Context: an optimization exercise on an open-source flow, tuned for small area, a short achievable clock period and few clock cycles per item. The choices shown serve that exercise and are no tape-out recipe.
Where RTL was checked, it was by simulation tests only, not by an equivalence proof against the original.
The RTL of runs 1 to 4 was laid out without a check of its function.
Power figures rest on the tool's default switching activity, not on a simulated workload.

==> design/flow/run.sh <==
#!/bin/bash
# synth_recipe.tcl (not shown) runs the flow's synth.tcl, then flattens the netlist and writes it again
# the make line also repeats each setting of config.mk as NAME=value (left out here)
make -C /OpenROAD-flow-scripts/flow DESIGN_CONFIG=/design/flow/config.mk WORK_HOME=/design/flow/orfs CLKGATE_MAP_FILE= SYNTH_SCRIPT=/design/flow/synth_recipe.tcl finish
==> design/flow/constraint.sdc <==
create_clock -name core_clock -period 10.0 [get_ports {clk}]
set_input_delay 2.0000 -clock core_clock [delete_from_list [all_inputs] [get_ports {clk}]]
set_output_delay 2.0000 -clock core_clock [all_outputs]
set_load 0.01 [all_outputs]
==> design/flow/design.v <==
module img_sha256 (
    input  wire         clk,
    input  wire         rst,         
    input  wire         in_valid,
    output wire         in_ready,
    input  wire [31:0]  in_data,
    input  wire         in_last,
    output reg          out_valid,
    output wire [255:0] out_digest
);
    function [31:0] rotr(input [31:0] x, input integer n);
        rotr = (x >> n) | (x << (32 - n));
    endfunction
    function [31:0] bsig0(input [31:0] x);
        bsig0 = rotr(x, 2) ^ rotr(x, 13) ^ rotr(x, 22);
    endfunction
    function [31:0] bsig1(input [31:0] x);
        bsig1 = rotr(x, 6) ^ rotr(x, 11) ^ rotr(x, 25);
    endfunction
    function [31:0] ssig0(input [31:0] x);
        ssig0 = rotr(x, 7) ^ rotr(x, 18) ^ (x >> 3);
    endfunction
    function [31:0] ssig1(input [31:0] x);
        ssig1 = rotr(x, 17) ^ rotr(x, 19) ^ (x >> 10);
    endfunction
    function [31:0] csum(input [31:0] x, input [31:0] y, input [31:0] z);
        csum = x ^ y ^ z;
    endfunction
    function [31:0] ccar(input [31:0] x, input [31:0] y, input [31:0] z);
        ccar = {(x[30:0] & y[30:0]) | (x[30:0] & z[30:0]) | (y[30:0] & z[30:0]), 1'b0};
    endfunction
    function [31:0] add_bk(input [31:0] x, input [31:0] y);
        reg [31:0] gg, pp;
        integer j;
        begin
            gg = x & y;
            pp = x ^ y;
            for (j = 1; j < 32; j = j + 2) begin
                gg[j] = gg[j] | (pp[j] & gg[j - 1]);
                pp[j] = pp[j] & pp[j - 1];
            end
            for (j = 3; j < 32; j = j + 4) begin
                gg[j] = gg[j] | (pp[j] & gg[j - 2]);
                pp[j] = pp[j] & pp[j - 2];
            end
            for (j = 7; j < 32; j = j + 8) begin
                gg[j] = gg[j] | (pp[j] & gg[j - 4]);
                pp[j] = pp[j] & pp[j - 4];
            end
            for (j = 15; j < 32; j = j + 16) begin
                gg[j] = gg[j] | (pp[j] & gg[j - 8]);
                pp[j] = pp[j] & pp[j - 8];
            end
            for (j = 31; j < 32; j = j + 32) begin
                gg[j] = gg[j] | (pp[j] & gg[j - 16]);
                pp[j] = pp[j] & pp[j - 16];
            end
            for (j = 23; j < 32; j = j + 16) begin
                gg[j] = gg[j] | (pp[j] & gg[j - 8]);
                pp[j] = pp[j] & pp[j - 8];
            end
            for (j = 11; j < 32; j = j + 8) begin
                gg[j] = gg[j] | (pp[j] & gg[j - 4]);
                pp[j] = pp[j] & pp[j - 4];
            end
            for (j = 5; j < 32; j = j + 4) begin
                gg[j] = gg[j] | (pp[j] & gg[j - 2]);
                pp[j] = pp[j] & pp[j - 2];
            end
            for (j = 2; j < 32; j = j + 2) begin
                gg[j] = gg[j] | (pp[j] & gg[j - 1]);
                pp[j] = pp[j] & pp[j - 1];
            end
            add_bk = x ^ y ^ {gg[30:0], 1'b0};
        end
    endfunction
    function [31:0] iv(input [2:0] k);
        case (k)
            3'd0: iv = 32'h6a09e667; 3'd1: iv = 32'hbb67ae85;
            3'd2: iv = 32'h3c6ef372; 3'd3: iv = 32'ha54ff53a;
            3'd4: iv = 32'h510e527f; 3'd5: iv = 32'h9b05688c;
            3'd6: iv = 32'h1f83d9ab; default: iv = 32'h5be0cd19;
        endcase
    endfunction
    reg [5:0]  kc;           
    reg [31:0] k_t;          
    always @(*) begin
        case (kc)
            6'd0:  k_t = 32'h428a2f98; 6'd1:  k_t = 32'h71374491;
            6'd2:  k_t = 32'hb5c0fbcf; 6'd3:  k_t = 32'he9b5dba5;
            6'd4:  k_t = 32'h3956c25b; 6'd5:  k_t = 32'h59f111f1;
            6'd6:  k_t = 32'h923f82a4; 6'd7:  k_t = 32'hab1c5ed5;
            6'd8:  k_t = 32'hd807aa98; 6'd9:  k_t = 32'h12835b01;
            6'd10: k_t = 32'h243185be; 6'd11: k_t = 32'h550c7dc3;
            6'd12: k_t = 32'h72be5d74; 6'd13: k_t = 32'h80deb1fe;
            6'd14: k_t = 32'h9bdc06a7; 6'd15: k_t = 32'hc19bf174;
            6'd16: k_t = 32'he49b69c1; 6'd17: k_t = 32'hefbe4786;
            6'd18: k_t = 32'h0fc19dc6; 6'd19: k_t = 32'h240ca1cc;
            6'd20: k_t = 32'h2de92c6f; 6'd21: k_t = 32'h4a7484aa;
            6'd22: k_t = 32'h5cb0a9dc; 6'd23: k_t = 32'h76f988da;
            6'd24: k_t = 32'h983e5152; 6'd25: k_t = 32'ha831c66d;
            6'd26: k_t = 32'hb00327c8; 6'd27: k_t = 32'hbf597fc7;
            6'd28: k_t = 32'hc6e00bf3; 6'd29: k_t = 32'hd5a79147;
            6'd30: k_t = 32'h06ca6351; 6'd31: k_t = 32'h14292967;
            6'd32: k_t = 32'h27b70a85; 6'd33: k_t = 32'h2e1b2138;
            6'd34: k_t = 32'h4d2c6dfc; 6'd35: k_t = 32'h53380d13;
            6'd36: k_t = 32'h650a7354; 6'd37: k_t = 32'h766a0abb;
            6'd38: k_t = 32'h81c2c92e; 6'd39: k_t = 32'h92722c85;
            6'd40: k_t = 32'ha2bfe8a1; 6'd41: k_t = 32'ha81a664b;
            6'd42: k_t = 32'hc24b8b70; 6'd43: k_t = 32'hc76c51a3;
            6'd44: k_t = 32'hd192e819; 6'd45: k_t = 32'hd6990624;
            6'd46: k_t = 32'hf40e3585; 6'd47: k_t = 32'h106aa070;
            6'd48: k_t = 32'h19a4c116; 6'd49: k_t = 32'h1e376c08;
            6'd50: k_t = 32'h2748774c; 6'd51: k_t = 32'h34b0bcb5;
            6'd52: k_t = 32'h391c0cb3; 6'd53: k_t = 32'h4ed8aa4a;
            6'd54: k_t = 32'h5b9cca4f; 6'd55: k_t = 32'h682e6ff3;
            6'd56: k_t = 32'h748f82ee; 6'd57: k_t = 32'h78a5636f;
            6'd58: k_t = 32'h84c87814; 6'd59: k_t = 32'h8cc70208;
            6'd60: k_t = 32'h90befffa; 6'd61: k_t = 32'ha4506ceb;
            6'd62: k_t = 32'hbef9a3f7; default: k_t = 32'hc67178f2;
        endcase
    end
    reg [3:0]  t;            
    wire [1:0] ph = t[1:0];  
    reg        m_rnd;        
    reg        m_add;        
    reg        cur_first;    
    reg        cur_last;     
    reg        quiet;        
    reg [31:0] w [0:15];     
    reg [4:0]  nbc;          
    reg [3:0]  fp;           
    reg        room;         
    reg        pad;          
    reg        mk_done;      
    reg        len_here;     
    reg        fill_first;   
    reg        fill_last;    
    reg [20:0] nwords;       
    reg [31:0] a, b, c, d, e, f, g, h;
    reg [31:0] H0, H1, H2, H3, H4, H5, H6, H7;
    reg [31:0] P;            
    integer i;
    wire start = nbc[4] && (t == fp) && !m_rnd;
    wire wact  = start || (m_rnd && (kc != 6'd0));           
    wire sched = wact && !(kc[5] && kc[4]);                   
    assign in_ready = room && !pad;
    wire take    = in_valid && in_ready;
    wire padpush = room && pad;
    wire push_in = take || padpush;
    wire [3:0] t_n   = t + 4'd1;
    wire [5:0] kc_n  = wact ? kc + 6'd1 : kc;
    wire       rnd_n = start || (m_rnd && (kc != 6'd0));
    wire [4:0] nbc_n = start ? 5'd0 : push_in ? nbc + 5'd1 : nbc;
    wire [3:0] fp_n  = push_in ? t_n : fp;
    wire       wact_n   = rnd_n && (kc_n != 6'd0);
    wire       sched_n  = wact_n && !(kc_n[5] && kc_n[4]);
    wire       first_ok = (t_n[1:0] == 2'd3) && !(wact_n && !(kc_n[3] || kc_n[2]));
    wire       room_n   = !sched_n && !nbc_n[4] &&
                          ((nbc_n == 5'd0) ? first_ok : (t_n == fp_n));
    reg [31:0] pad_word;
    always @(*) begin
        if (!mk_done)
            pad_word = 32'h80000000;
        else if (len_here && nbc[3:0] == 4'd15)
            pad_word = {6'd0, nwords, 5'd0};
        else
            pad_word = 32'd0;
    end
    wire [31:0] in_word = pad ? pad_word : in_data;
    wire [31:0] wn_s1  = ssig1(w[14]);
    wire [31:0] wn_s0  = ssig0(w[1]);
    wire [31:0] wn_xs  = csum(wn_s0, w[9], w[0]);
    wire [31:0] wn_xc  = ccar(wn_s0, w[9], w[0]);
    wire [31:0] wnext  = add_bk(csum(wn_xs, wn_xc, wn_s1), ccar(wn_xs, wn_xc, wn_s1));
    wire [31:0] ch  = (e & f) ^ (~e & g);
    wire [31:0] maj = (a & b) ^ (a & c) ^ (b & c);
    wire [31:0] s1  = bsig1(e);
    wire [31:0] s0  = bsig0(a);
    wire [31:0] t1s = csum(s1, ch, P);
    wire [31:0] t1c = ccar(s1, ch, P);
    wire [31:0] es  = csum(t1s, t1c, d);
    wire [31:0] ec  = ccar(t1s, t1c, d);
    wire [31:0] us  = csum(t1s, s0, maj);
    wire [31:0] uc  = ccar(t1s, s0, maj);
    wire [31:0] as_ = csum(us, uc, t1c);
    wire [31:0] ac  = ccar(us, uc, t1c);
    wire [31:0] iv_a = iv({1'b0, ~ph});      
    wire [31:0] iv_e = iv({1'b1, ~ph});      
    wire [31:0] ya   = cur_first ? iv_a : H3;
    wire [31:0] ye   = cur_first ? iv_e : H7;
    wire [31:0] a_x  = m_rnd ? as_ : d;
    wire [31:0] a_y  = m_rnd ? ac : m_add ? ya : 32'd0;
    wire [31:0] e_x  = m_rnd ? es : h;
    wire [31:0] e_y  = m_rnd ? ec : m_add ? ye : 32'd0;
    wire [31:0] a_s  = a_x + a_y;
    wire [31:0] e_s  = e_x + e_y;
    wire        ivld = m_add && cur_last;    
    always @(posedge clk) begin
        a <= ivld ? iv_a : a_s;
        b <= a; c <= b; d <= c;
        e <= ivld ? iv_e : e_s;
        f <= e; g <= f; h <= g;
        H0 <= m_add ? a_s : H3;
        H1 <= H0; H2 <= H1; H3 <= H2;
        H4 <= m_add ? e_s : H7;
        H5 <= H4; H6 <= H5; H7 <= H6;
        P <= add_bk(csum(g, k_t, w[0]), ccar(g, k_t, w[0]));
        for (i = 0; i < 15; i = i + 1)
            w[i] <= w[i + 1];
        w[15] <= sched ? wnext : push_in ? in_word : w[0];
        if (rst) begin
            t          <= 4'd0;
            fp         <= 4'd0;
            room       <= 1'b0;
            m_rnd      <= 1'b0;
            m_add      <= 1'b1;      
            cur_first  <= 1'b1;
            cur_last   <= 1'b1;
            quiet      <= 1'b1;
            kc         <= 6'd0;
            nbc        <= 5'd0;
            pad        <= 1'b0;
            mk_done    <= 1'b0;
            len_here   <= 1'b0;
            fill_first <= 1'b1;
            fill_last  <= 1'b0;
            nwords     <= 21'd0;
            out_valid  <= 1'b0;
        end else begin
            t     <= t_n;
            kc    <= kc_n;
            nbc   <= nbc_n;
            fp    <= fp_n;
            room  <= room_n;
            m_rnd <= rnd_n;
            if (m_rnd && kc == 6'd0)
                m_add <= 1'b1;
            else if (ph == 2'd3)
                m_add <= 1'b0;
            out_valid <= m_add && (ph == 2'd3) && cur_last && !quiet;
            if (start) begin
                quiet      <= 1'b0;
                cur_first  <= fill_first;
                cur_last   <= fill_last;
                fill_first <= fill_last;
                fill_last  <= 1'b0;
            end
            if (take) begin
                nwords <= nwords + 21'd1;
                if (in_last)
                    pad <= 1'b1;
            end
            if (padpush) begin
                mk_done <= 1'b1;
                if (mk_done && nbc[3:0] == 4'd14)
                    len_here <= 1'b1;
                if (len_here && nbc[3:0] == 4'd15) begin
                    pad       <= 1'b0;
                    mk_done   <= 1'b0;
                    len_here  <= 1'b0;
                    fill_last <= 1'b1;
                    nwords    <= 21'd0;
                end
            end
        end
    end
    assign out_digest = {H0, H1, H2, H3, H4, H5, H6, H7};
endmodule
==> design/flow/config.mk <==
export PLATFORM = sky130hd
export DESIGN_NAME = img_sha256
export DESIGN_NICKNAME = img_sha256
export VERILOG_FILES = /design/flow/design.v
export SDC_FILE = /design/flow/constraint.sdc
export NUM_CORES = 4
export LEC_CHECK = 0
export CAP_MARGIN = 20
export CORE_MARGIN = 2
export CORE_UTILIZATION = 40
export PLACE_DENSITY = 0.6
export SETUP_SLACK_MARGIN = 5
export SLEW_MARGIN = 20
==> results of run 1 <==
## worst max-delay path: stages (launching register included)
cell and delay [ps]:
dfxtp_2 380, xnor2_1 380, xnor2_2 170, fa_1 580
inv_1 80, fa_1 430, fa_1 520, a21oi_1 80
ha_1 460, a21o_1 210, a21o_1 160, a21o_1 200
nor4_2 350, a21oi_2 170, a31oi_1 260, xnor2_1 180
mux2_2 290
## what timing repair did
item,in CTS,in global routing
endpoints found under the setup margin,76,78
hold endpoints to repair,0,0
resized for setup,41,99
buffers inserted,2,4
gates cloned,0,0
pin swaps,2,10
## synth_stat cells (all sizes together), types with 35 or more instances
cell,instances
fa,246
ha,148
dfxtp,1139
o211ai,47
buf,55
xnor2,217
a21oi,198
clkbuf,118
mux2,92
a21o,86
xor2,163
nand3,68
o21ai,235
o22ai,37
nor2,184
nand2,263
nor3,35
inv,266
mux2i,57
## metrics by stage
stage / instances / instance area, µm² / total power (µW) / hold WS, ps
final: 5967 / 54200 / 15700 / 308
after global routing: 5966 / 54200 / 16500 / 304
after CTS: 5962 / 53900 / 15700 / 302
after detailed placement: 5744 / 49700 / 11200 / 312
after global placement: 5744 / 49700 / 11100 / 310
after floorplan: 4075 / 45200 / 8710 / 310
## metal layers
layer,wire length (µm),part of all wire,vias to the layer above
met5,0,0,-
met4,9630,0.062,0
met3,9400,0.061,401
met2,72700,0.47,1394
met1,62500,0.41,15600
li1,-,-,14400
## power groups by stage
stage / logic [µW] / clock network [µW] / registers [µW]
finish: 5230 / 4430 / 6070
global route: 5660 / 4690 / 6160
CTS: 5120 / 4510 / 6080
detailed placement: 5050 / 0 / 6170
global placement: 5000 / 0 / 6150
floorplan: 2630 / 0 / 6080
## worst max path at each step
stage	startpoint	slack, ps	cells past startpoint	to
after detailed placement	rst	4050	11	k_t[25]$_DFF_P_
after global routing	e[27]$_DFF_P_	4900	16	H0[27]$_DFF_P_
after CTS	w[1][12]$_DFF_P_	4790	17	w[15][31]$_DFF_P_
after floorplan	rst	5290	13	k_t[7]$_DFF_P_
after global placement	rst	4110	11	k_t[25]$_DFF_P_
final	e[27]$_DFF_P_	4960	16	H0[27]$_DFF_P_
## area by class of cell
class / instances / area (µm²) / area share
clock buffer: 150 / 3230 / 0.0596
timing repair buffer: 348 / 3360 / 0.0619
tap: 1500 / 1880 / 0.0346
multi-input combinational: 2495 / 21100 / 0.390
inverter: 268 / 1010 / 0.0186
clock inverter: 66 / 742 / 0.0137
antenna: 1 / 2.50 / 0.0000461
sequential: 1139 / 22900 / 0.422
## cells by family (layout without fill, tap and decap cells)
logic type	count (synthesis)	in the layout	share of synthesized area
DFF	1139	1139	0.504
AOI/OAI and AO/OA	879	879	0.127
and+or+nand+nor	689	689	0.0695
buffers and inverters	441	832	0.0393
adders and majority gates	397	397	0.150
xor gates and xnor gates	380	380	0.0737
muxes	150	150	0.0363
other	0	1	0
==> results.py, run 1 <==
metrics = {
    "timing": {
        "clock_skew_ps": 74.8,
        "clock.fmax_ghz": 0.198,
        "fin_setup_tns_ps": 0,
        "fin_ws_ps": 4960,
        "rsz0062_at_grt": "true",
        "finalSetupViolations": 0,
        "tightest_slew_ps": 1190,
        "period_needed_ps": 5040,
        "finalHoldViolations": 0,
        "finalCritPeriodShare": 0.504,
        "drv_slew": 0,
        "relSlewSlack": 0.208,
    },
    "die": {
        "rows": 123,
        "die-area_um2": 116000,
        "io_pins": 294,
        "start_util": 0.403,
        "core_um2": 112000,
        "die_width_um": 340,
        "die_h_um": 340,
    },
    "global_routing": {
        "grt_util_met2": 0.434,
        "met1_usage": 0.327,
        "grt.busiest_layer": "met2",
        "grt_max_degree": 72,
        "track_usage": 0.261,
        "antenna_found_initial": 1,
        "gr-total-overflow": 0,
        "first_global_vias": 31900,
        "grt_pass1_wl_um": 221000,
        "gr-usage-met3": 0.0365,
    },
    "layout": {
        "final_cell_mix": "dfxtp_1 (1096), clkdlybuf4s50_1 (292), inv_1 (260)",
        "nets": 4798,
        "final_common_cell": "dfxtp_1",
        "top_register": "w",
        "final_util": 0.483,
        "largest_reg_flops": 512,
        "drive_gt1_frac": 0.117,
        "syn_to_final_growth_pct": 19.9,
        "n_fill_cell": 10300,
    },
    "critical_path": {
        "worstReg2RegEnd": "H0[27]$_DFF_P_",
        "path_class": "reg -> reg",
        "crit_required_ps": 10590,
        "r2r_slack_ps": 4960,
        "worstPathArrival_ps": 5630,
        "cp_max_fo": 6,
        "rr_worst_depth": 16,
        "timing.rr.start": "e[27]$_DFF_P_",
        "critPathLaunchType": "register",
        "end_kind": "register",
    },
    "synthesis": {
        "yosys.area.top_type": "dfxtp_1",
        "synthTopCellsByArea": "dfxtp_1 (50%), fa_1 (11%), xnor2_1 (4.2%)",
        "synth_top_area_share": 0.504,
        "syn_avg_cell_area_um2": 11.1,
        "async_flop_share": 0,
        "synth_seq_cells": 1139,
        "synth-main-ff-cell": "dfxtp_1",
        "ys_warn_count": 2,
        "synth_area_um2": 45200,
        "ys_seq_area_frac": 0.504,
        "syn_nets": 4505,
        "synth_edf_count": 0,
        "synth_cells": 4075,
        "synth.distinct_cells": 95,
    },
    "place": {
        "port_buffers": 293,
        "post-place-ws_ps": 4050,
        "finalWeightedCongestion": 0.968,
        "hpwlAfterDp_um": 118000,
    },
    "power": {
        "seq_power_share": 0.386,
        "power_density_nw_per_um2": 290,
        "clkPwrFrac": 0.282,
        "ir_worst_vdd_mv": 0.189,
        "p_int_uw": 10400,
        "swShare": 0.340,
        "power_switching_uw": 5350,
        "leakage_uw": 0.0224,
        "combPwrFrac": 0.332,
    },
    "worst_hold_path": {
        "min_from": "w[6][7]$_DFF_P_",
        "hold_path.class": "reg -> reg",
        "holdPathStages": 0,
        "min_to": "w[5][7]$_DFF_P_",
    },
    "detailed_routing": {
        "wirelength_um": 154000,
        "vias": 31800,
        "wl_per_cell_um": 25.8,
        "via_per_inst": 5.33,
        "first_pass_iters": 5,
        "ant_nets": 0,
        "drc": 0,
        "drt-initial-drc-count": 2703,
    },
    "clock_tree": {
        "numClockSinks": 1139,
        "cts_tree": "yes",
        "clock-root-buffer": "clkbuf_16",
        "clock_latency_ps": 750,
        "cts.clk_slew.worst_paths_ps": 70,
        "clockBufferDepth": 3,
        "numCtsBuffers": 116,
        "holdBufCountCts": 0,
        "htree_levels": 3,
    },
    "run_status": {
        "status": "complete, no violations",
    },
    "flow_run": {
        "cap_violations": 0,
    },
}
==> inputs of run 2 (changes only) <==
==> design/flow/flow/run.sh (new file) <==
#!/bin/bash
# Standard layout, with the port buffers made from the smallest buffer.
set -euo pipefail
export BUFFER_PORTS_ARGS="-buffer_cell sky130_fd_sc_hd__buf_1"
bash standard.sh > standard_flow.log 2>&1
==> design/flow/standard.sh (new file) <==
#!/bin/bash
# synth_recipe.tcl (not shown) runs the flow's synth.tcl, then flattens the netlist and writes it again
# the make line also repeats each setting of config.mk as NAME=value (left out here)
make -C /OpenROAD-flow-scripts/flow DESIGN_CONFIG=/design/flow/config.mk WORK_HOME=/design/flow/orfs CLKGATE_MAP_FILE= SYNTH_SCRIPT=/design/flow/synth_recipe.tcl "${@:-finish}"
removed: design/flow/run.sh
==> results.py, run 2 <==
metrics = {
    "critical_path": {
        "critPathLaunchType": "register",
        "worstPathArrival_ps": 5540,
        "crit_required_ps": 10590,
        "cp_max_fo": 6,
        "path_buf_inv": 1,
        "path_delay_family": "adder cells",
        "path_class": "reg -> reg",
        "slowest_delay_ps": 600,
        "path_cells": "mux2_2 > fa_1 > inv_1 > fa_1 > fa_1 > o22ai_1 > ha_2 > a21o_1 > a21o_1 > a21o_1 > nor4_2 > a21oi_4 > a31oi_1 > xnor2_1 > mux2_2",
        "critPathSlowestCell": "fa_1",
        "end_kind": "register",
    },
    "timing": {
        "clock_skew_ps": 48.6,
        "period_needed_ps": 4940,
        "tightest_slew_ps": 1160,
        "whs_ps": 316,
        "finalSetupViolations": 0,
        "clock.fmax_ghz": 0.202,
        "finalHoldViolations": 0,
        "fin_setup_tns_ps": 0,
        "drv_slew": 0,
        "finalCritPeriodShare": 0.494,
        "relSlewSlack": 0.222,
        "rsz0062_at_grt": "true",
    },
    "synthesis": {
        "synth.distinct_cells": 95,
        "yosys.area.top_type": "dfxtp_1",
        "synth_top_area_share": 0.504,
        "synth_common_cells": "dfxtp_1 (1139), inv_1 (262), nand2_1 (260)",
        "async_flop_share": 0,
        "synth_edf_count": 0,
        "ys_warn_count": 2,
        "ys_seq_area_frac": 0.504,
        "syn_nets": 4505,
        "synth_cells": 4075,
        "syn_avg_cell_area_um2": 11.1,
        "synth_area_um2": 45200,
        "synth-main-ff-cell": "dfxtp_1",
        "synth.most_common_cell": "dfxtp_1",
        "synthTopCellsByArea": "dfxtp_1 (50%), fa_1 (11%), xnor2_1 (4.2%)",
        "synth_seq_cells": 1139,
    },
    "global_routing": {
        "gr-total-overflow": 0,
        "antenna_found_initial": 1,
        "first_global_vias": 31400,
        "grt_max_degree": 77,
        "track_usage": 0.258,
        "grt_pass1_wl_um": 219000,
    },
    "clock_tree": {
        "holdBufCountCts": 0,
        "clockBufferDepth": 3,
        "clock-root-buffer": "clkbuf_16",
        "clock_latency_ps": 740,
        "cts_tree": "yes",
        "htree_levels": 3,
        "numClockSinks": 1139,
        "cts.clk_slew.worst_paths_ps": 80,
        "numCtsBuffers": 114,
    },
    "detailed_routing": {
        "first_pass_iters": 6,
        "vias": 31800,
        "drt-initial-drc-count": 2827,
        "wl_per_cell_um": 25.4,
        "wirelength_um": 152000,
        "ant_nets": 0,
        "via_per_inst": 5.33,
        "drc": 0,
    },
    "layout": {
        "drive_gt1_frac": 0.114,
        "final_common_cell": "dfxtp_1",
        "top_register": "w",
        "final_cells": 5967,
        "largest_reg_flops": 512,
        "nets": 4797,
        "final_cell_mix": "dfxtp_1 (1101), buf_1 (292), inv_1 (260)",
        "syn_to_final_growth_pct": 15.7,
    },
    "die": {
        "start_util": 0.403,
        "core_um2": 112000,
        "die_width_um": 340,
        "io_pins": 294,
        "die-area_um2": 116000,
        "rows": 123,
        "die_h_um": 340,
    },
    "flow_run": {
        "cap_violations": 0,
    },
    "worst_hold_path": {
        "hold_path.class": "reg -> reg",
    },
    "power": {
        "leakage_uw": 0.0216,
        "ir_worst_vdd_mv": 0.159,
        "power.total_uw": 15200,
        "power_density_nw_per_um2": 289,
    },
    "place": {
        "dp_cells": 5739,
        "port_buffers": 293,
        "finalWeightedCongestion": 0.989,
        "hpwlAfterDp_um": 115000,
    },
    "run_status": {
        "status": "complete, no violations",
    },
}
## run 2: cell counts after synthesis
No cell type changed its count.
## run 2: area by class of cell
| class | count | area (µm²) |
|---|---|---|
| inverter | 268 | 1010 |
| sequential | 1139 | 22900 |
| timing repair buffer | 349 | 1550 |
| tap | 1500 | 1880 |
| antenna | 2 | 5.00 |
| fill | 10500 | 60000 |
| clock buffer | 148 | 3200 |
| clock inverter | 66 | 774 |
| multi-input combinational | 2495 | 21100 |
## run 2: worst register-to-register path: stages, from the launching register on
cell and delay, ps:
dfxtp_2 470, mux2_2 390, fa_1 600, inv_1 80
fa_1 460, fa_1 440, o22ai_1 270, ha_2 380
a21o_1 180, a21o_1 170, a21o_1 200, nor4_2 390
a21oi_4 140, a31oi_1 220, xnor2_1 140, mux2_2 280
## run 2: layer usage
layer	GRT usage	wire, µm	up-vias
met3	0.0374	10000	338
li1	-	-	14400
met4	0.116	7820	4
met2	0.426	71200	1381
met1	0.335	62500	15600
met5	0.00572	128	-
## run 2: final timing paths
check | start | slack [ps] | depth (start not counted) | end
setup / recovery | e[21]$_DFF_P_ | 5060 | 15 | H0[27]$_DFF_P_
hold / removal | w[12][9]$_DFF_P_ | 320 | 0 | w[11][9]$_DFF_P_
setup reg to reg | e[21]$_DFF_P_ | 5060 | 15 | H0[27]$_DFF_P_
hold reg to reg | w[12][9]$_DFF_P_ | 320 | 0 | w[11][9]$_DFF_P_
## run 2: power breakdown
group | internal (µW) | leakage, µW | switching [µW]
combinational | 1900 | 0.0102 | 2760
clock | 2490 | 0.00194 | 1930
sequential | 5400 | 0.00942 | 677
total | 9780 | 0.0216 | 5370
## run 2: logic make-up (layout without fill, tap and decap cells)
kind of cell,after synthesis,count (layout),share of synthesized area
other,0,2,0
buffers and inverters,441,831,0.0393
AND/OR/NAND/NOR,689,689,0.0695
multiplexers,150,150,0.0363
AO/OA/AOI/OAI,879,879,0.127
adder cells (fa/ha/maj),397,397,0.150
XOR/XNOR,380,380,0.0737
flip-flops,1139,1139,0.504
## run 2: through the flow
stage,setup slack [ps],cell area (µm²),utilization
finish,5060,52400,0.466
global route,4890,52400,0.466
CTS,4910,52000,0.463
detailed placement,4080,47800,0.426
global placement,4030,47800,0.426
floorplan,5290,45200,-
## run 2: timing repair
item | in CTS | in global routing
gates resized for setup | 43 | 78
buffers inserted | 5 | 7
cloned | 0 | 0
setup endpoints to repair | 58 | 60
pin swaps | 1 | 8
endpoints found under the hold margin | 0 | 0
==> inputs of run 3 (changes only) <==
--- a/design/flow/design.v
+++ b/design/flow/design.v
@@ -141,4 +141,6 @@
     reg [31:0] H0, H1, H2, H3, H4, H5, H6, H7;
     reg [31:0] P;            
+    reg [31:0] S1e;          
+    reg [31:0] CHe;          
     integer i;
     wire start = nbc[4] && (t == fp) && !m_rnd;
@@ -174,10 +176,8 @@
     wire [31:0] wn_xc  = ccar(wn_s0, w[9], w[0]);
     wire [31:0] wnext  = add_bk(csum(wn_xs, wn_xc, wn_s1), ccar(wn_xs, wn_xc, wn_s1));
-    wire [31:0] ch  = (e & f) ^ (~e & g);
     wire [31:0] maj = (a & b) ^ (a & c) ^ (b & c);
-    wire [31:0] s1  = bsig1(e);
     wire [31:0] s0  = bsig0(a);
-    wire [31:0] t1s = csum(s1, ch, P);
-    wire [31:0] t1c = ccar(s1, ch, P);
+    wire [31:0] t1s = csum(S1e, CHe, P);
+    wire [31:0] t1c = ccar(S1e, CHe, P);
     wire [31:0] es  = csum(t1s, t1c, d);
     wire [31:0] ec  = ccar(t1s, t1c, d);
@@ -197,9 +197,13 @@
     wire [31:0] e_s  = e_x + e_y;
     wire        ivld = m_add && cur_last;    
+    wire [31:0] a_d  = ivld ? iv_a : a_s;
+    wire [31:0] e_d  = ivld ? iv_e : e_s;
     always @(posedge clk) begin
-        a <= ivld ? iv_a : a_s;
+        a <= a_d;
         b <= a; c <= b; d <= c;
-        e <= ivld ? iv_e : e_s;
+        e <= e_d;
         f <= e; g <= f; h <= g;
+        S1e <= bsig1(e_d);
+        CHe <= (e_d & e) ^ (~e_d & f);
         H0 <= m_add ? a_s : H3;
         H1 <= H0; H2 <= H1; H3 <= H2;
==> results.py, run 3 <==
metrics = {
    "timing": {
        "tightest_slew_ps": 1140,
        "finalCritPeriodShare": 0.503,
        "rsz0062_at_grt": "true",
        "fin_setup_tns_ps": 0,
        "whs_ps": 288,
        "relSlewSlack": 0.231,
        "finalSetupViolations": 0,
        "drv_slew": 0,
        "period_needed_ps": 5030,
        "clock.fmax_ghz": 0.199,
        "finalHoldViolations": 0,
        "clock_skew_ps": 59.4,
    },
    "synthesis": {
        "synth_cells": 4072,
        "async_flop_share": 0,
        "ys_seq_area_frac": 0.522,
        "synth.most_common_cell": "dfxtp_1",
        "synth-main-ff-cell": "dfxtp_1",
        "synth_common_cells": "dfxtp_1 (1203), fa_1 (246), inv_1 (244)",
        "synth_seq_cells": 1203,
        "synth.distinct_cells": 94,
        "synthTopCellsByArea": "dfxtp_1 (52%), fa_1 (11%), xnor2_1 (4.4%)",
        "synth_area_um2": 46100,
        "ys_warn_count": 2,
        "synth_edf_count": 0,
        "syn_avg_cell_area_um2": 11.3,
        "syn_nets": 4502,
        "yosys.area.top_type": "dfxtp_1",
        "synth_top_area_share": 0.522,
    },
    "critical_path": {
        "critPathLaunchType": "register",
        "path_class": "reg -> reg",
        "worstPathArrival_ps": 5640,
        "crit_required_ps": 10610,
        "end_kind": "register",
        "cp_max_fo": 4,
    },
    "detailed_routing": {
        "wl_per_cell_um": 24.2,
        "first_pass_iters": 5,
        "vias": 31100,
        "drt-initial-drc-count": 2438,
        "drc": 0,
        "via_per_inst": 5.19,
        "ant_nets": 0,
        "wirelength_um": 145000,
    },
    "die": {
        "start_util": 0.403,
        "die_h_um": 344,
        "die-area_um2": 118000,
        "core_um2": 114000,
        "rows": 124,
        "io_pins": 294,
        "die_width_um": 344,
    },
    "place": {
        "finalWeightedCongestion": 0.973,
        "port_buffers": 293,
        "hpwlAfterDp_um": 110000,
    },
    "layout": {
        "final_cell_mix": "dfxtp_1 (1176), buf_1 (293), inv_1 (244)",
        "drive_gt1_frac": 0.115,
        "syn_to_final_growth_pct": 16.5,
        "n_fill_cell": 10500,
        "multi_input_area_um2": 20800,
        "largest_reg_flops": 512,
        "final_util": 0.470,
        "final_common_cell": "dfxtp_1",
        "antenna_cells": 0,
        "nets": 4818,
        "top_register": "w",
        "seqCellArea_um2": 24100,
    },
    "clock_tree": {
        "cts.clk_slew.worst_paths_ps": 60,
        "holdBufCountCts": 0,
        "numCtsBuffers": 120,
        "clockBufferDepth": 3,
        "clock-root-buffer": "clkbuf_16",
        "cts_tree": "yes",
        "numClockSinks": 1203,
        "htree_levels": 3,
        "clock_latency_ps": 750,
    },
    "global_routing": {
        "gr-total-overflow": 0,
        "first_global_vias": 30700,
        "antenna_found_initial": 1,
        "track_usage": 0.242,
        "grt_pass1_wl_um": 209000,
        "grt_max_degree": 71,
    },
    "run_status": {
        "status": "complete, no violations",
    },
    "flow_run": {
        "cap_violations": 0,
    },
    "power": {
        "power_density_nw_per_um2": 300,
        "leakage_uw": 0.0221,
        "ir_worst_vdd_mv": 0.162,
    },
    "worst_hold_path": {
        "hold_path.class": "reg -> reg",
    },
}
run 3: what timing repair did:
action / in CTS / in global routing
endpoints found under the setup margin: 153 / 67
buffers inserted: 9 / 14
resized for setup: 63 / 56
pin swaps: 7 / 13
gates cloned: 0 / 0
run 3: critical path, stage by stage, from the launching register on:
cell,delay (ps)
dfxtp_1,460
fa_2,550
fa_1,440
mux2_2,270
ha_1,340
o21ai_0,140
o21ai_1,270
a21oi_2,140
a21oi_1,330
a41o_2,360
a221oi_4,120
o41ai_4,580
xnor2_2,220
o21ai_4,270
mux2_1,390
run 3: power by group:
| part | leakage, µW | internal [µW] | switching (µW) |
|---|---|---|---|
| registers | 0.00997 | 5760 | 746 |
| logic | 0.0101 | 2010 | 2830 |
| clock network | 0.00208 | 2770 | 2000 |
run 3: area by class of cell:
type | count | area share
repair buffers | 355 | 0.0307
clock buffers | 155 | 0.0632
inverters | 252 | 0.0178
flip-flops and latches | 1203 | 0.449
clock inverters | 68 | 0.0173
multi-input cells | 2456 | 0.387
well taps | 1512 | 0.0352
run 3: metal layers:
layer | part of all wire | global-route usage | vias up
met1 | 0.44 | 0.328 | 15300
met2 | 0.46 | 0.395 | 1218
met3 | 0.060 | 0.0333 | 246
li1 | - | - | 14400
met4 | 0.037 | 0.0880 | 0
met5 | 0 | 0 | -
run 3: worst paths after layout:
kind                                  startpoint                to  slack (ps)  cells after the start
worst min register to register  w[12][1]$_DFF_P_  w[11][1]$_DFF_P_         290                      0
worst min-delay path            w[12][1]$_DFF_P_  w[11][1]$_DFF_P_         290                      0
worst max register to register    S1e[3]$_DFF_P_   CHe[31]$_DFF_P_        4970                     14
worst max-delay path              S1e[3]$_DFF_P_   CHe[31]$_DFF_P_        4970                     14
run 3: metrics by stage:
step           setup WS [ps]  cells  area, µm²  power, µW
6_report                4970   6001      53800      16100
5_1_grt                 4950   6001      53800      17000
4_1_cts                 4800   5987      53500      16100
3_5_place_dp            3800   5755      48800      11200
3_3_place_gp            3800   5755      48800      11200
2_1_floorplan           5430   4072      46100       9260
run 3: cell families (layout without fill, tap and decap cells):
logic type               count (synthesis)  count (layout)  synth area share
XOR/XNOR                               382             382            0.0733
adder cells (fa/ha/maj)                395             395             0.147
AO/OA/AOI/OAI                          881             881             0.124
AND/OR/NAND/NOR                        649             649            0.0629
multiplexers                           149             149            0.0357
buffers and inverters                  413             830            0.0353
flip-flops                            1203            1203             0.522
==> inputs of run 4 (changes only) <==
--- a/design/flow/config.mk
+++ b/design/flow/config.mk
@@ -9,4 +9,7 @@
 export CORE_MARGIN = 2
 export CORE_UTILIZATION = 40
+export CTS_BUF_LIST = sky130_fd_sc_hd__clkbuf_16
+export CTS_CLUSTER_DIAMETER = 80
+export CTS_CLUSTER_SIZE = 22
 export PLACE_DENSITY = 0.6
 export SETUP_SLACK_MARGIN = 5
==> results.py, run 4 <==
metrics = {
    "run_status": {
        "status": "finished with violations",
        "violations": "antenna violations",
    },
    "synthesis": {
        "synth_xor_area_frac": 0.0733,
        "synth_top_area_share": 0.522,
        "synth.distinct_cells": 94,
        "ys_seq_area_frac": 0.522,
        "synthTopCellsByArea": "dfxtp_1 (52%), fa_1 (11%), xnor2_1 (4.4%)",
        "synth_common_cells": "dfxtp_1 (1203), fa_1 (246), inv_1 (244)",
        "synth.most_common_cell": "dfxtp_1",
        "synth_compound_area_frac": 0.124,
        "synth_cells": 4072,
        "synthAdderAreaFrac": 0.147,
        "synth_area_um2": 46100,
        "synth_edf_count": 0,
        "syn_avg_cell_area_um2": 11.3,
        "synth_top_family_by_area": "adder cells",
        "async_flop_share": 0,
        "synth-main-ff-cell": "dfxtp_1",
        "synth-simple-area-share": 0.0629,
        "synth_seq_cells": 1203,
        "ys_warn_count": 2,
        "yosys.area.top_type": "dfxtp_1",
        "muxShareOfSynthArea": 0.0357,
        "syn_nets": 4502,
    },
    "detailed_routing": {
        "via_per_inst": 5.23,
        "ant_nets": 1,
        "drc": 0,
        "drt-initial-drc-count": 2683,
        "first_pass_iters": 7,
        "vias": 30800,
        "wl_per_cell_um": 24.5,
        "wirelength_um": 144000,
    },
    "timing": {
        "finalSetupViolations": 0,
        "clock.fmax_ghz": 0.199,
        "clock_skew_ps": 37.8,
        "rsz0062_at_grt": "true",
        "finalHoldViolations": 0,
        "fin_setup_tns_ps": 0,
        "tightest_slew_ps": 1090,
        "period_needed_ps": 5030,
        "relSlewSlack": 0.264,
        "drv_slew": 0,
        "finalCritPeriodShare": 0.503,
    },
    "place": {
        "port_buffers": 293,
        "finalWeightedCongestion": 0.973,
        "hpwlAfterDp_um": 110000,
    },
    "layout": {
        "final_cell_mix": "dfxtp_1 (1173), buf_1 (293), inv_1 (246)",
        "seqCellArea_um2": 24100,
        "drive_gt1_frac": 0.0969,
        "multi_input_area_um2": 20900,
        "n_fill_cell": 10700,
        "largest_reg_flops": 512,
        "nets": 4773,
        "syn_to_final_growth_pct": 12.6,
        "top_register": "w",
        "final_common_cell": "dfxtp_1",
    },
    "die": {
        "die_width_um": 344,
        "die_h_um": 344,
        "start_util": 0.403,
        "io_pins": 294,
        "die-area_um2": 118000,
        "core_um2": 114000,
        "rows": 124,
    },
    "clock_tree": {
        "clockBufferDepth": 3,
        "numClockSinks": 1203,
        "cts.clk_slew.worst_paths_ps": 90,
        "clock-root-buffer": "clkbuf_16",
        "htree_levels": 3,
        "numCtsBuffers": 77,
        "clock_latency_ps": 690,
        "cts_tree": "yes",
    },
    "global_routing": {
        "grt_pass1_wl_um": 207000,
        "first_global_vias": 30000,
        "antenna_found_initial": 2,
        "grt_max_degree": 71,
        "track_usage": 0.241,
        "gr-total-overflow": 0,
    },
    "critical_path": {
        "worstPathArrival_ps": 5590,
        "rr_worst_depth": 14,
        "r2r_slack_ps": 4970,
        "crit_required_ps": 10570,
        "cp_max_fo": 7,
        "path_class": "reg -> reg",
        "worstReg2RegEnd": "CHe[31]$_DFF_P_",
        "end_kind": "register",
        "critPathLaunchType": "register",
        "timing.rr.start": "P[6]$_DFF_P_",
    },
    "power": {
        "ir_worst_vdd_mv": 0.142,
        "power.total_uw": 14600,
        "power_density_nw_per_um2": 281,
        "leakage_uw": 0.0213,
    },
    "flow_run": {
        "cap_violations": 0,
    },
    "worst_hold_path": {
        "holdPathStages": 0,
        "hold_path.class": "reg -> reg",
        "min_to": "w[11][20]$_DFF_P_",
        "min_from": "w[12][20]$_DFF_P_",
    },
}
[run 4: layer usage]
| layer | GRT usage | routed length, µm | vias up |
|---|---|---|---|
| li1 | - | - | 14300 |
| met1 | 0.327 | 62900 | 15100 |
| met2 | 0.393 | 67000 | 1153 |
| met3 | 0.0332 | 8910 | 248 |
| met4 | 0.0842 | 5430 | 0 |
| met5 | 0 | 0 | - |
[run 4: final cells by class]
cell class | count | share of cell area
Tap cell | 1512 | 0.0364
Clock buffer | 77 | 0.0371
Antenna cell | 5 | 0.000241
Sequential cell | 1203 | 0.465
Clock inverter | 35 | 0.00930
Timing Repair Buffer | 353 | 0.0318
Inverter | 252 | 0.0184
Multi-Input combinational cell | 2456 | 0.402
[run 4: what timing repair did]
action	in CTS	in global routing
setup endpoints to repair	156	55
pin swaps	7	17
resized for setup	79	54
buffers inserted	10	11
hold buffers	0	0
[run 4: worst max path at each step]
stage / startpoint / endpoint
2_1_floorplan: P[1]$_DFF_P_ / H0[30]$_DFF_P_
3_3_place_gp: t[0]$_SDFF_PP0_ / CHe[31]$_DFF_P_
3_5_place_dp: t[0]$_SDFF_PP0_ / CHe[31]$_DFF_P_
4_1_cts: S1e[3]$_DFF_P_ / CHe[31]$_DFF_P_
5_1_grt: t[1]$_SDFF_PP0_ / CHe[27]$_DFF_P_
6_report: P[6]$_DFF_P_ / CHe[31]$_DFF_P_
[run 4: report_power, final]
part           internal [µW]  switching [µW]  total, µW  leakage, µW
combinational           2010            2820       4830       0.0101
clock                   1510            1780       3290      0.00118
sequential              5750             741       6490      0.00997
total                   9270            5340      14600       0.0213
[run 4: cells by family after synthesis]
kind of cell	after synthesis
AOI/OAI and AO/OA	881
xor gates and xnor gates	382
adders and majority gates	395
buffers and inverters	413
DFF	1203
muxes	149
and+or+nand+nor	649
[run 4: worst max-delay path, cell delays in order, from the launching register on]
cell and delay, ps:
dfxtp_1 350, fa_2 640, fa_1 420, mux2_2 280, ha_2 450, o211ai_1 140
nor3_2 220, a21oi_2 110, a21oi_1 310, a41o_2 360, a221oi_4 110, o41ai_4 540
xnor2_1 250, o21ai_4 330, mux2_1 390
[run 4: metrics by stage]
| stage | std cells | hold WS, ps | utilization | instance area, µm² | worst slack, ps |
|---|---|---|---|---|---|
| final | 5893 | 312 | 0.454 | 51900 | 4970 |
| after global routing | 5888 | 328 | 0.454 | 51900 | 4890 |
| after CTS | 5877 | 317 | 0.451 | 51600 | 4930 |
| after detailed placement | 5755 | 312 | 0.427 | 48800 | 3800 |
| after global placement | 5755 | 310 | 0.427 | 48800 | 3800 |
| after floorplan | 4072 | 310 | - | 46100 | 5430 |
==> inputs of run 5 (changes only) <==
--- a/design/flow/design.v
+++ b/design/flow/design.v
@@ -73,4 +73,38 @@
             end
             add_bk = x ^ y ^ {gg[30:0], 1'b0};
+        end
+    endfunction
+    function [31:0] add_sk(input [31:0] x, input [31:0] y);
+        reg [31:0] gg, pp;
+        integer j;
+        begin
+            gg = x & y;
+            pp = x ^ y;
+            for (j = 0; j < 32; j = j + 1)
+                if (j[0]) begin
+                    gg[j] = gg[j] | (pp[j] & gg[((j >> 0) << 0) - 1]);
+                    pp[j] = pp[j] & pp[((j >> 0) << 0) - 1];
+                end
+            for (j = 0; j < 32; j = j + 1)
+                if (j[1]) begin
+                    gg[j] = gg[j] | (pp[j] & gg[((j >> 1) << 1) - 1]);
+                    pp[j] = pp[j] & pp[((j >> 1) << 1) - 1];
+                end
+            for (j = 0; j < 32; j = j + 1)
+                if (j[2]) begin
+                    gg[j] = gg[j] | (pp[j] & gg[((j >> 2) << 2) - 1]);
+                    pp[j] = pp[j] & pp[((j >> 2) << 2) - 1];
+                end
+            for (j = 0; j < 32; j = j + 1)
+                if (j[3]) begin
+                    gg[j] = gg[j] | (pp[j] & gg[((j >> 3) << 3) - 1]);
+                    pp[j] = pp[j] & pp[((j >> 3) << 3) - 1];
+                end
+            for (j = 0; j < 32; j = j + 1)
+                if (j[4]) begin
+                    gg[j] = gg[j] | (pp[j] & gg[((j >> 4) << 4) - 1]);
+                    pp[j] = pp[j] & pp[((j >> 4) << 4) - 1];
+                end
+            add_sk = x ^ y ^ {gg[30:0], 1'b0};
         end
     endfunction
@@ -141,6 +175,4 @@
     reg [31:0] H0, H1, H2, H3, H4, H5, H6, H7;
     reg [31:0] P;            
-    reg [31:0] S1e;          
-    reg [31:0] CHe;          
     integer i;
     wire start = nbc[4] && (t == fp) && !m_rnd;
@@ -176,8 +208,10 @@
     wire [31:0] wn_xc  = ccar(wn_s0, w[9], w[0]);
     wire [31:0] wnext  = add_bk(csum(wn_xs, wn_xc, wn_s1), ccar(wn_xs, wn_xc, wn_s1));
+    wire [31:0] ch  = (e & f) ^ (~e & g);
     wire [31:0] maj = (a & b) ^ (a & c) ^ (b & c);
+    wire [31:0] s1  = bsig1(e);
     wire [31:0] s0  = bsig0(a);
-    wire [31:0] t1s = csum(S1e, CHe, P);
-    wire [31:0] t1c = ccar(S1e, CHe, P);
+    wire [31:0] t1s = csum(s1, ch, P);
+    wire [31:0] t1c = ccar(s1, ch, P);
     wire [31:0] es  = csum(t1s, t1c, d);
     wire [31:0] ec  = ccar(t1s, t1c, d);
@@ -194,16 +228,12 @@
     wire [31:0] e_x  = m_rnd ? es : h;
     wire [31:0] e_y  = m_rnd ? ec : m_add ? ye : 32'd0;
-    wire [31:0] a_s  = a_x + a_y;
-    wire [31:0] e_s  = e_x + e_y;
+    wire [31:0] a_s  = add_sk(a_x, a_y);
+    wire [31:0] e_s  = add_sk(e_x, e_y);
     wire        ivld = m_add && cur_last;    
-    wire [31:0] a_d  = ivld ? iv_a : a_s;
-    wire [31:0] e_d  = ivld ? iv_e : e_s;
     always @(posedge clk) begin
-        a <= a_d;
+        a <= ivld ? iv_a : a_s;
         b <= a; c <= b; d <= c;
-        e <= e_d;
+        e <= ivld ? iv_e : e_s;
         f <= e; g <= f; h <= g;
-        S1e <= bsig1(e_d);
-        CHe <= (e_d & e) ^ (~e_d & f);
         H0 <= m_add ? a_s : H3;
         H1 <= H0; H2 <= H1; H3 <= H2;
--- a/design/flow/config.mk
+++ b/design/flow/config.mk
@@ -9,7 +9,4 @@
 export CORE_MARGIN = 2
 export CORE_UTILIZATION = 40
-export CTS_BUF_LIST = sky130_fd_sc_hd__clkbuf_16
-export CTS_CLUSTER_DIAMETER = 80
-export CTS_CLUSTER_SIZE = 22
 export PLACE_DENSITY = 0.6
 export SETUP_SLACK_MARGIN = 5
==> results.py, run 5 <==
metrics = {
    "run_status": {
        "status": "complete, no violations",
    },
    "detailed_routing": {
        "first_pass_iters": 5,
        "wirelength_um": 142000,
        "wl_per_cell_um": 24.6,
        "vias": 30200,
        "via_per_inst": 5.22,
        "drc": 0,
        "ant_nets": 0,
        "drt-initial-drc-count": 2452,
    },
    "critical_path": {
        "end_kind": "register",
        "path_class": "reg -> reg",
        "critPathSlowestCell": "fa_1",
        "critPathLaunchType": "register",
        "cp_max_fo": 4,
        "worstPathArrival_ps": 5610,
        "crit_required_ps": 10580,
        "path_cells": "xor2_1 > xnor2_1 > fa_1 > fa_1 > inv_1 > ha_1 > a21oi_1 > nor2_1 > a211o_1 > a21oi_4 > o32a_1 > o31ai_1 > o41a_1 > a21boi_2 > o21ai_2 > fa_2 > xnor2_2 > xnor2_2 > xnor2_1 > o21ai_1",
        "slowest_delay_ps": 500,
    },
    "place": {
        "dp_cells": 5544,
        "hpwlAfterDp_um": 106000,
        "port_buffers": 293,
        "finalWeightedCongestion": 0.957,
        "place_area_um2": 46800,
    },
    "synthesis": {
        "synth_seq_cells": 1139,
        "synth_top_area_share": 0.516,
        "synth_common_cells": "dfxtp_1 (1139), inv_1 (269), fa_1 (254)",
        "synth_edf_count": 0,
        "synthTopCellsByArea": "dfxtp_1 (52%), fa_1 (12%), xnor2_1 (4.3%)",
        "ys_seq_area_frac": 0.516,
        "syn_nets": 4326,
        "synth-main-ff-cell": "dfxtp_1",
        "synth_cells": 3890,
        "async_flop_share": 0,
        "syn_avg_cell_area_um2": 11.4,
        "ys_warn_count": 2,
        "synth.distinct_cells": 97,
        "yosys.area.top_type": "dfxtp_1",
        "synth_area_um2": 44200,
        "synth.most_common_cell": "dfxtp_1",
    },
    "die": {
        "io_pins": 294,
        "core_um2": 109000,
        "die-area_um2": 113000,
        "rows": 121,
        "start_util": 0.405,
        "die_width_um": 336,
        "die_h_um": 336,
    },
    "layout": {
        "final_cells": 5783,
        "top_register": "w",
        "final_common_cell": "dfxtp_1",
        "nets": 4648,
        "largest_reg_flops": 512,
        "n_fill_cell": 10000,
        "seqCellArea_um2": 22900,
        "syn_to_final_growth_pct": 16.8,
        "final_cell_mix": "dfxtp_1 (1102), buf_1 (292), inv_1 (266)",
        "multi_input_area_um2": 20100,
        "drive_gt1_frac": 0.122,
        "final_area_um2": 51600,
    },
    "clock_tree": {
        "cts_tree": "yes",
        "clock_latency_ps": 730,
        "clockBufferDepth": 3,
        "clock-root-buffer": "clkbuf_16",
        "cts.clk_slew.worst_paths_ps": 70,
        "numClockSinks": 1139,
        "numCtsBuffers": 114,
        "holdBufCountCts": 0,
        "htree_levels": 3,
    },
    "power": {
        "leakage_uw": 0.0210,
        "power_density_nw_per_um2": 297,
        "ir_worst_vdd_mv": 0.158,
    },
    "global_routing": {
        "grt_max_degree": 81,
        "antenna_found_initial": 3,
        "gr-total-overflow": 0,
        "track_usage": 0.248,
        "first_global_vias": 29600,
        "grt_pass1_wl_um": 203000,
    },
    "timing": {
        "fin_setup_tns_ps": 0,
        "finalCritPeriodShare": 0.503,
        "drv_slew": 0,
        "clock.fmax_ghz": 0.199,
        "finalHoldViolations": 0,
        "relSlewSlack": 0.303,
        "clock_skew_ps": 59.3,
        "period_needed_ps": 5030,
        "finalSetupViolations": 0,
        "rsz0062_at_grt": "true",
        "tightest_slew_ps": 1050,
    },
    "flow_run": {
        "cap_violations": 0,
    },
    "worst_hold_path": {
        "hold_path.class": "reg -> reg",
    },
}
-- run 5: repair_timing --
| action | 4_1_cts | 5_1_grt |
|---|---|---|
| gates resized for setup | 62 | 80 |
| setup buffers | 6 | 22 |
| endpoints found under the setup margin | 45 | 59 |
| pin swaps | 11 | 25 |
-- run 5: layer usage --
metal / vias up / GRT usage / routed length (µm)
li1: 13700 / - / -
met1: 14800 / 0.320 / 58700
met2: 1312 / 0.399 / 65500
met3: 300 / 0.0522 / 11300
met4: 4 / 0.111 / 6480
met5: - / 0 / 47
-- run 5: area by class of cell --
| class | instances | area share |
|---|---|---|
| diodes | 1 | 0.0000485 |
| flip-flops and latches | 1139 | 0.443 |
| multi-input cells | 2317 | 0.390 |
| clock inverters | 59 | 0.0161 |
| inverters | 274 | 0.0200 |
| repair buffers | 366 | 0.0331 |
| well taps | 1476 | 0.0358 |
| clock buffers | 151 | 0.0613 |
-- run 5: through the flow --
step                      setup slack [ps]  total power [µW]  hold slack [ps]   util
after global routing                  4760             16200              321  0.473
after detailed placement              4490             10700              312  0.429
after global placement                4330             10600              310  0.429
final                                 4970             15300              315  0.473
after floorplan                       5110              8870              310      -
after CTS                             4830             15300              313  0.468
-- run 5: final timing paths --
path / startpoint / end / slack, ps / cells past startpoint
max: w[1][10]$_DFF_P_ / w[15][31]$_DFF_P_ / 4970 / 20
min: f[7]$_DFF_P_ / g[7]$_DFF_P_ / 310 / 0
max reg2reg: w[1][10]$_DFF_P_ / w[15][31]$_DFF_P_ / 4970 / 20
min reg2reg: f[7]$_DFF_P_ / g[7]$_DFF_P_ / 310 / 0
-- run 5: cells by family after synthesis --
logic type | share of synthesized area
AND/OR/NAND/NOR | 0.0654
multiplexers | 0.0337
adder cells (fa/ha/maj) | 0.157
XOR/XNOR | 0.0743
flip-flops | 0.516
buffers and inverters | 0.0397
AO/OA/AOI/OAI | 0.114
-- run 5: power by group --
part | switching (µW) | internal, µW
registers | 683 | 5430
logic | 2740 | 1990
clock network | 1880 | 2610
-- run 5: critical path: cells and delay by family (launching register included) --
kind / cells / cell delay, ps
flops: 1 / 460
buf+inv: 1 / 50
xor+xnor: 5 / 890
simple gates: 1 / 70
fa+ha+maj: 4 / 1670
compound gates: 9 / 1740
Testbench counts of run 5, summed over its fixed seeds: cycles 64,020, words 14,230.
==> inputs of run 6 (changes only) <==
--- a/design/flow/config.mk
+++ b/design/flow/config.mk
@@ -6,7 +6,11 @@
 export NUM_CORES = 4
 export LEC_CHECK = 0
+export ABC_AREA = 1
 export CAP_MARGIN = 20
 export CORE_MARGIN = 2
 export CORE_UTILIZATION = 40
+export CTS_BUF_LIST = sky130_fd_sc_hd__clkbuf_16
+export CTS_CLUSTER_DIAMETER = 70
+export CTS_CLUSTER_SIZE = 20
 export PLACE_DENSITY = 0.6
 export SETUP_SLACK_MARGIN = 5
==> results.py, run 6 <==
metrics = {
    "run_status": {
        "status": "complete, no violations",
    },
    "critical_path": {
        "critical_path.endpoint": "k_t[8]$_DFF_P_",
        "rr_worst_depth": 14,
        "end_kind": "register",
        "worstReg2RegEnd": "k_t[8]$_DFF_P_",
        "crit_start": "m_rnd$_SDFF_PP0_",
        "cp_max_fo": 62,
        "cpMostUsedCell": "nand2_1",
        "timing.rr.start": "m_rnd$_SDFF_PP0_",
        "cp.depth": 14,
        "path_class": "reg -> reg",
        "path_cells": "buf_4 > nand2_2 > nand3_1 > nand3_2 > inv_1 > ha_1 > nand4_1 > nand2_1 > nand2_1 > nand2_1 > nand2_1 > nand2_1 > nand2_1 > nand2_1",
        "worstPathArrival_ps": 5370,
        "path_delay_family": "simple AND/OR/NAND/NOR gates",
        "critPathSlowestCell": "buf_4",
        "critPathLaunchType": "register",
        "crit_required_ps": 10600,
        "path_buf_inv": 2,
        "slowest_delay_ps": 670,
        "r2r_slack_ps": 5230,
    },
    "timing": {
        "finalHoldViolations": 0,
        "clock.fmax_ghz": 0.210,
        "fin_setup_tns_ps": 0,
        "rsz0062_at_grt": "true",
        "finalSetupViolations": 0,
        "period_needed_ps": 4770,
        "relSlewSlack": 0.261,
        "tightest_slew_ps": 1110,
        "drv_slew": 0,
        "clock_skew_ps": 65.3,
        "finalCritPeriodShare": 0.477,
    },
    "synthesis": {
        "synth_seq_cells": 1139,
        "yosys.area.top_type": "dfxtp_1",
        "synth_area_um2": 44500,
        "ys_seq_area_frac": 0.512,
        "synth_top_area_share": 0.512,
        "synth.most_common_cell": "dfxtp_1",
        "synth-main-ff-cell": "dfxtp_1",
        "async_flop_share": 0,
        "synth_edf_count": 0,
        "synth_common_cells": "dfxtp_1 (1139), nand2_1 (842), inv_1 (446)",
        "synth_cells": 4470,
        "synthTopCellsByArea": "dfxtp_1 (51%), fa_1 (11%), nand2_1 (7.1%)",
        "syn_nets": 4906,
        "ys_warn_count": 2,
        "synth.distinct_cells": 57,
        "syn_avg_cell_area_um2": 9.96,
    },
    "die": {
        "start_util": 0.403,
        "die_h_um": 338,
        "io_pins": 294,
        "rows": 122,
        "core_um2": 111000,
        "die_width_um": 338,
        "die-area_um2": 114000,
    },
    "layout": {
        "largest_reg_flops": 512,
        "drive_gt1_frac": 0.0561,
        "final_common_cell": "dfxtp_1",
        "syn_to_final_growth_pct": 11.9,
        "final_area_um2": 49800,
        "n_fill_cell": 10700,
        "nets": 5154,
        "final_util": 0.451,
        "top_register": "w",
        "final_cell_mix": "dfxtp_1 (1119), nand2_1 (836), inv_1 (445)",
    },
    "power": {
        "ir_worst_vdd_mv": 0.237,
        "power.total_uw": 17100,
        "leakage_uw": 0.0216,
        "power_density_nw_per_um2": 344,
    },
    "detailed_routing": {
        "first_pass_iters": 6,
        "ant_nets": 0,
        "wirelength_um": 140000,
        "drc": 0,
        "vias": 31100,
        "via_per_inst": 4.98,
        "wl_per_cell_um": 22.4,
        "drt-initial-drc-count": 2609,
    },
    "place": {
        "finalWeightedCongestion": 0.969,
        "hpwlAfterDp_um": 109000,
        "port_buffers": 293,
        "place_area_um2": 47000,
    },
    "clock_tree": {
        "cts_tree": "yes",
        "clockBufferDepth": 3,
        "numClockSinks": 1139,
        "cts.clk_slew.worst_paths_ps": 80,
        "clock-root-buffer": "clkbuf_16",
        "numCtsBuffers": 83,
        "holdBufCountCts": 0,
        "clock_latency_ps": 710,
        "htree_levels": 3,
    },
    "flow_run": {
        "cap_violations": 0,
    },
    "global_routing": {
        "grt_max_degree": 73,
        "grt_pass1_wl_um": 202000,
        "first_global_vias": 30100,
        "gr-total-overflow": 0,
        "antenna_found_initial": 1,
        "track_usage": 0.244,
    },
    "worst_hold_path": {
        "hold_path.class": "reg -> reg",
    },
}
[run 6: changes by cell type in the layout (fill, tap and decap cells not counted), moves of 22 or more]
cell       change
nand2_1      +631
nand3_1      +255
inv_1        +179
mux2_2        -80
nor2_1        -65
a21o_1        -54
buf_4         -44
xnor2_1       -37
clkbuf_16     -32
o21bai_1      +32
a221o_1       -23
o21ai_0       +23
clkbuf_1      -22
[run 6: per-stage QoR]
| stage | setup slack, ps | hold slack, ps | instances |
|---|---|---|---|
| after floorplan | 5540 | 310 | 4470 |
| after global placement | 4370 | 310 | 6119 |
| after detailed placement | 4390 | 312 | 6120 |
| after CTS | 5010 | 312 | 6249 |
| after global routing | 4960 | 314 | 6250 |
| final | 5230 | 307 | 6251 |
[run 6: logic make-up after synthesis]
| family | after synthesis | synth area share |
|---|---|---|
| fa+ha+maj | 400 | 0.155 |
| simple gates | 1433 | 0.139 |
| buf+inv | 614 | 0.0547 |
| mux | 31 | 0.00728 |
| xor+xnor | 315 | 0.0619 |
| compound gates | 538 | 0.0700 |
| flops | 1139 | 0.512 |
[run 6: routing by layer]
layer / share of wire / global-route usage / up-vias / routed length [µm]
li1: - / - / 14700 / -
met1: 0.42 / 0.313 / 15000 / 58400
met2: 0.47 / 0.404 / 1125 / 66000
met3: 0.060 / 0.0343 / 288 / 8370
met4: 0.052 / 0.120 / 0 / 7350
met5: 0 / 0 / - / 0
[run 6: worst min-delay path by stage]
stage,startpoint,to,cells past startpoint
final,w[5][20]$_DFF_P_,w[4][20]$_DFF_P_,0
after global routing,w[7][9]$_DFF_P_,w[6][9]$_DFF_P_,0
after CTS,w[5][20]$_DFF_P_,w[4][20]$_DFF_P_,0
after detailed placement,w[11][24]$_DFF_P_,w[10][24]$_DFF_P_,0
after global placement,w[5][11]$_DFF_P_,w[4][11]$_DFF_P_,0
after floorplan,w[11][0]$_DFF_P_,w[10][0]$_DFF_P_,0
[run 6: final cells by class]
class                      count  area [µm²]  share of cell area
inverter                     461        1740              0.0348
antenna                        1        2.50           0.0000502
multi-input combinational   2717       19400               0.389
clock buffer                  84        2100              0.0422
clock inverter                45         632              0.0127
sequential                  1139       22800               0.458
tap                         1488        1860              0.0374
timing repair buffer         316        1270              0.0255
[run 6: worst register-to-register path: stages, from the launching register on]
cell and delay, ps:
dfxtp_2 640, buf_4 690, nand2_2 420, nand3_1 250, nand3_2 420, inv_1 480, ha_1 320, nand4_1 590
nand2_1 420, nand2_1 100, nand2_1 90, nand2_1 60, nand2_1 90, nand2_1 50, nand2_1 70
[run 6: power breakdown]
group | total, µW | switching [µW] | internal, µW
Clock | 3450 | 1750 | 1710
Sequential | 6650 | 911 | 5740
Combinational | 7020 | 4200 | 2820
[run 6: repair_timing]
action | 4_1_cts | 5_1_grt
endpoints found under the setup margin | 38 | 34
hold endpoints to repair | 0 | 0
resized for setup | 10 | 28
pin swaps | 0 | 1
buffers inserted | 0 | 1
==> inputs of run 7 (changes only) <==
--- a/design/flow/config.mk
+++ b/design/flow/config.mk
@@ -16,2 +16,3 @@
 export SETUP_SLACK_MARGIN = 5
 export SLEW_MARGIN = 20
+export TNS_END_PERCENT = 5
==> results.py, run 7 <==
metrics = {
    "synthesis": {
        "synth-main-ff-cell": "dfxtp_1",
        "yosys.area.top_type": "dfxtp_1",
        "synth_common_cells": "dfxtp_1 (1139), nand2_1 (842), inv_1 (446)",
        "syn_avg_cell_area_um2": 9.96,
        "synth.most_common_cell": "dfxtp_1",
        "syn_nets": 4906,
        "synth_edf_count": 0,
        "ys_seq_area_frac": 0.512,
        "ys_warn_count": 2,
        "async_flop_share": 0,
        "synthTopCellsByArea": "dfxtp_1 (51%), fa_1 (11%), nand2_1 (7.1%)",
        "synth_seq_cells": 1139,
        "synth_top_area_share": 0.512,
        "synth_cells": 4470,
        "synth_area_um2": 44500,
        "synth.distinct_cells": 57,
    },
    "worst_hold_path": {
        "hold_path.class": "reg -> reg",
    },
    "clock_tree": {
        "clockBufferDepth": 3,
        "cts_setup_buffers": 0,
        "cts_tree": "yes",
        "htree_levels": 3,
        "numClockSinks": 1139,
        "clock_latency_ps": 710,
        "cts.clk_slew.worst_paths_ps": 80,
        "holdBufCountCts": 0,
        "numCtsBuffers": 83,
        "clock-root-buffer": "clkbuf_16",
    },
    "critical_path": {
        "crit_required_ps": 10590,
        "critPathSlowestCell": "dfxtp_1",
        "end_kind": "register",
        "critical_path.endpoint": "w[15][31]$_DFF_P_",
        "r2r_slack_ps": 4930,
        "worstReg2RegEnd": "w[15][31]$_DFF_P_",
        "path_class": "reg -> reg",
        "rr_worst_depth": 22,
        "crit_start": "w[1][8]$_DFF_P_",
        "path_delay_family": "adder cells",
        "timing.rr.start": "w[1][8]$_DFF_P_",
        "slowest_delay_ps": 550,
        "cp_max_fo": 4,
        "path_cells": "xnor2_1 > xor2_1 > fa_1 > fa_1 > inv_1 > ha_1 > a21o_1 > a31oi_4 > o21ai_0 > nand2_1 > nand2_1 > nand2_1 > nand2_1 > nand2_1 > nand2_1 > nand2_1 > nand2_1 > fa_1 > xnor2_1 > or2_2 > nand3_1 > o21ai_0",
        "critPathLaunchType": "register",
        "cpMostUsedCell": "nand2_1",
        "worstPathArrival_ps": 5660,
        "path_buf_inv": 1,
        "cp.depth": 22,
    },
    "timing": {
        "fin_ws_ps": 4930,
        "tightest_slew_ps": 1060,
        "fin_setup_tns_ps": 0,
        "finalCritPeriodShare": 0.507,
        "whs_ps": 304,
        "rsz0062_at_grt": "true",
        "finalHoldViolations": 0,
        "clock.fmax_ghz": 0.197,
        "finalSetupViolations": 0,
        "period_needed_ps": 5070,
        "drv_slew": 0,
        "relSlewSlack": 0.293,
        "clock_skew_ps": 66.4,
    },
    "detailed_routing": {
        "first_pass_iters": 6,
        "vias": 31200,
        "drt-initial-drc-count": 2658,
        "wirelength_um": 140000,
        "ant_nets": 0,
        "drc": 0,
        "via_per_inst": 5.00,
        "wl_per_cell_um": 22.4,
    },
    "power": {
        "ir_worst_vdd_mv": 0.242,
        "leakage_uw": 0.0216,
        "power_density_nw_per_um2": 343,
    },
    "global_routing": {
        "first_global_vias": 30100,
        "grt_pass1_wl_um": 202000,
        "track_usage": 0.244,
        "gr-total-overflow": 0,
        "grt_max_degree": 73,
        "antenna_found_initial": 1,
    },
    "die": {
        "start_util": 0.403,
        "io_pins": 294,
        "die_h_um": 338,
        "core_um2": 111000,
        "rows": 122,
        "die-area_um2": 114000,
        "die_width_um": 338,
    },
    "layout": {
        "nets": 5153,
        "largest_reg_flops": 512,
        "final_cells": 6249,
        "drive_gt1_frac": 0.0534,
        "final_common_cell": "dfxtp_1",
        "syn_to_final_growth_pct": 11.8,
        "top_register": "w",
        "antenna_cells": 0,
        "final_cell_mix": "dfxtp_1 (1125), nand2_1 (838), inv_1 (445)",
    },
    "flow_run": {
        "cap_violations": 0,
    },
    "place": {
        "finalWeightedCongestion": 0.969,
        "hpwlAfterDp_um": 109000,
        "post-place-ws_ps": 4390,
        "port_buffers": 293,
        "dp_cells": 6120,
    },
    "run_status": {
        "status": "complete, no violations",
    },
}
[run 7: cell counts after synthesis]
No cell type changed its count.
[run 7: cell type report]
| cell class | count | area (µm²) |
|---|---|---|
| Clock buffer | 84 | 2100 |
| Clock inverter | 45 | 632 |
| Fill cell | 10700 | 60700 |
| Inverter | 461 | 1740 |
| Multi-Input combinational cell | 2717 | 19400 |
| Sequential cell | 1139 | 22800 |
| Tap cell | 1488 | 1860 |
| Timing Repair Buffer | 315 | 1260 |
[run 7: kinds of logic after synthesis]
group,count (synthesis),synth area share
DFF,1139,0.512
buffers and inverters,614,0.0547
xor gates and xnor gates,315,0.0619
muxes,31,0.00728
and+or+nand+nor,1433,0.139
adders and majority gates,400,0.155
AOI/OAI and AO/OA,538,0.0700
[run 7: worst min path at each step]
stage	start	endpoint	slack [ps]	cells past startpoint
6_report	w[5][20]$_DFF_P_	w[4][20]$_DFF_P_	300	0
5_1_grt	w[7][9]$_DFF_P_	w[6][9]$_DFF_P_	310	0
4_1_cts	w[5][20]$_DFF_P_	w[4][20]$_DFF_P_	310	0
3_5_place_dp	w[11][24]$_DFF_P_	w[10][24]$_DFF_P_	310	0
3_3_place_gp	w[5][11]$_DFF_P_	w[4][11]$_DFF_P_	310	0
2_1_floorplan	w[11][0]$_DFF_P_	w[10][0]$_DFF_P_	310	0
[run 7: worst register-to-register path: stages, from the launching register on]
cell and delay, ps:
dfxtp_1 550, xnor2_1 190, xor2_1 220, fa_1 460, fa_1 490, inv_1 40
ha_1 340, a21o_1 240, a31oi_4 230, o21ai_0 220, nand2_1 120, nand2_1 150
nand2_1 110, nand2_1 130, nand2_1 90, nand2_1 110, nand2_1 90, nand2_1 70
fa_1 470, xnor2_1 170, or2_2 300, nand3_1 70, o21ai_0 90
[run 7: timing repair]
action | in CTS | in global routing
endpoints found under the setup margin | 38 | 73
hold endpoints to repair | 0 | 0
gates resized for setup | 3 | 20
[run 7: per-stage QoR]
step	power [µW]	area (µm²)	utilization
floorplan	11000	44500	-
global placement	13500	47000	0.425
detailed placement	13600	47000	0.425
CTS	17100	49700	0.450
global route	18300	49800	0.450
finish	17100	49800	0.450
[run 7: power breakdown]
part           switching, µW  total, µW  internal, µW
sequential               908       6640          5730
combinational           4190       6980          2790
clock                   1750       3460          1710
[run 7: routing by layer]
metal	global-route usage	vias to the layer above	routed length [µm]
met5	0	-	0
met4	0.120	0	7430
met3	0.0348	296	8680
met2	0.404	1241	65800
met1	0.312	15000	58000
li1	-	14700	-

==> re-timing with driven ports <==
How much do the figures lean on ideal ports? The routed layouts below were timed once more, with nothing changed but the port constraints.
Step 1 assumes that a clkbuf_16 drives the clock port and a buf_2 every other input.
Step 2, shift: input delay + t, output delay - t, t = (earliest + latest rising clock arrival at the registers) / 2. This alone moves slack from input paths to output paths.
Slacks: ideal / step 1 / step 2; pairs: ideal / step 1.
run	shift t [ns]	slack for setup (ns)
run 1	0.779	4.956 / 4.956 / 4.677
run 2	0.780	5.055 / 5.055 / 4.424
run 3	0.788	4.967 / 4.967 / 4.654
run 4	0.742	4.972 / 4.972 / 4.660
run 5	0.763	4.969 / 4.969 / 4.572
run 6	0.743	5.229 / 5.229 / 4.617
run 7	0.745	4.927 / 4.927 / 4.640
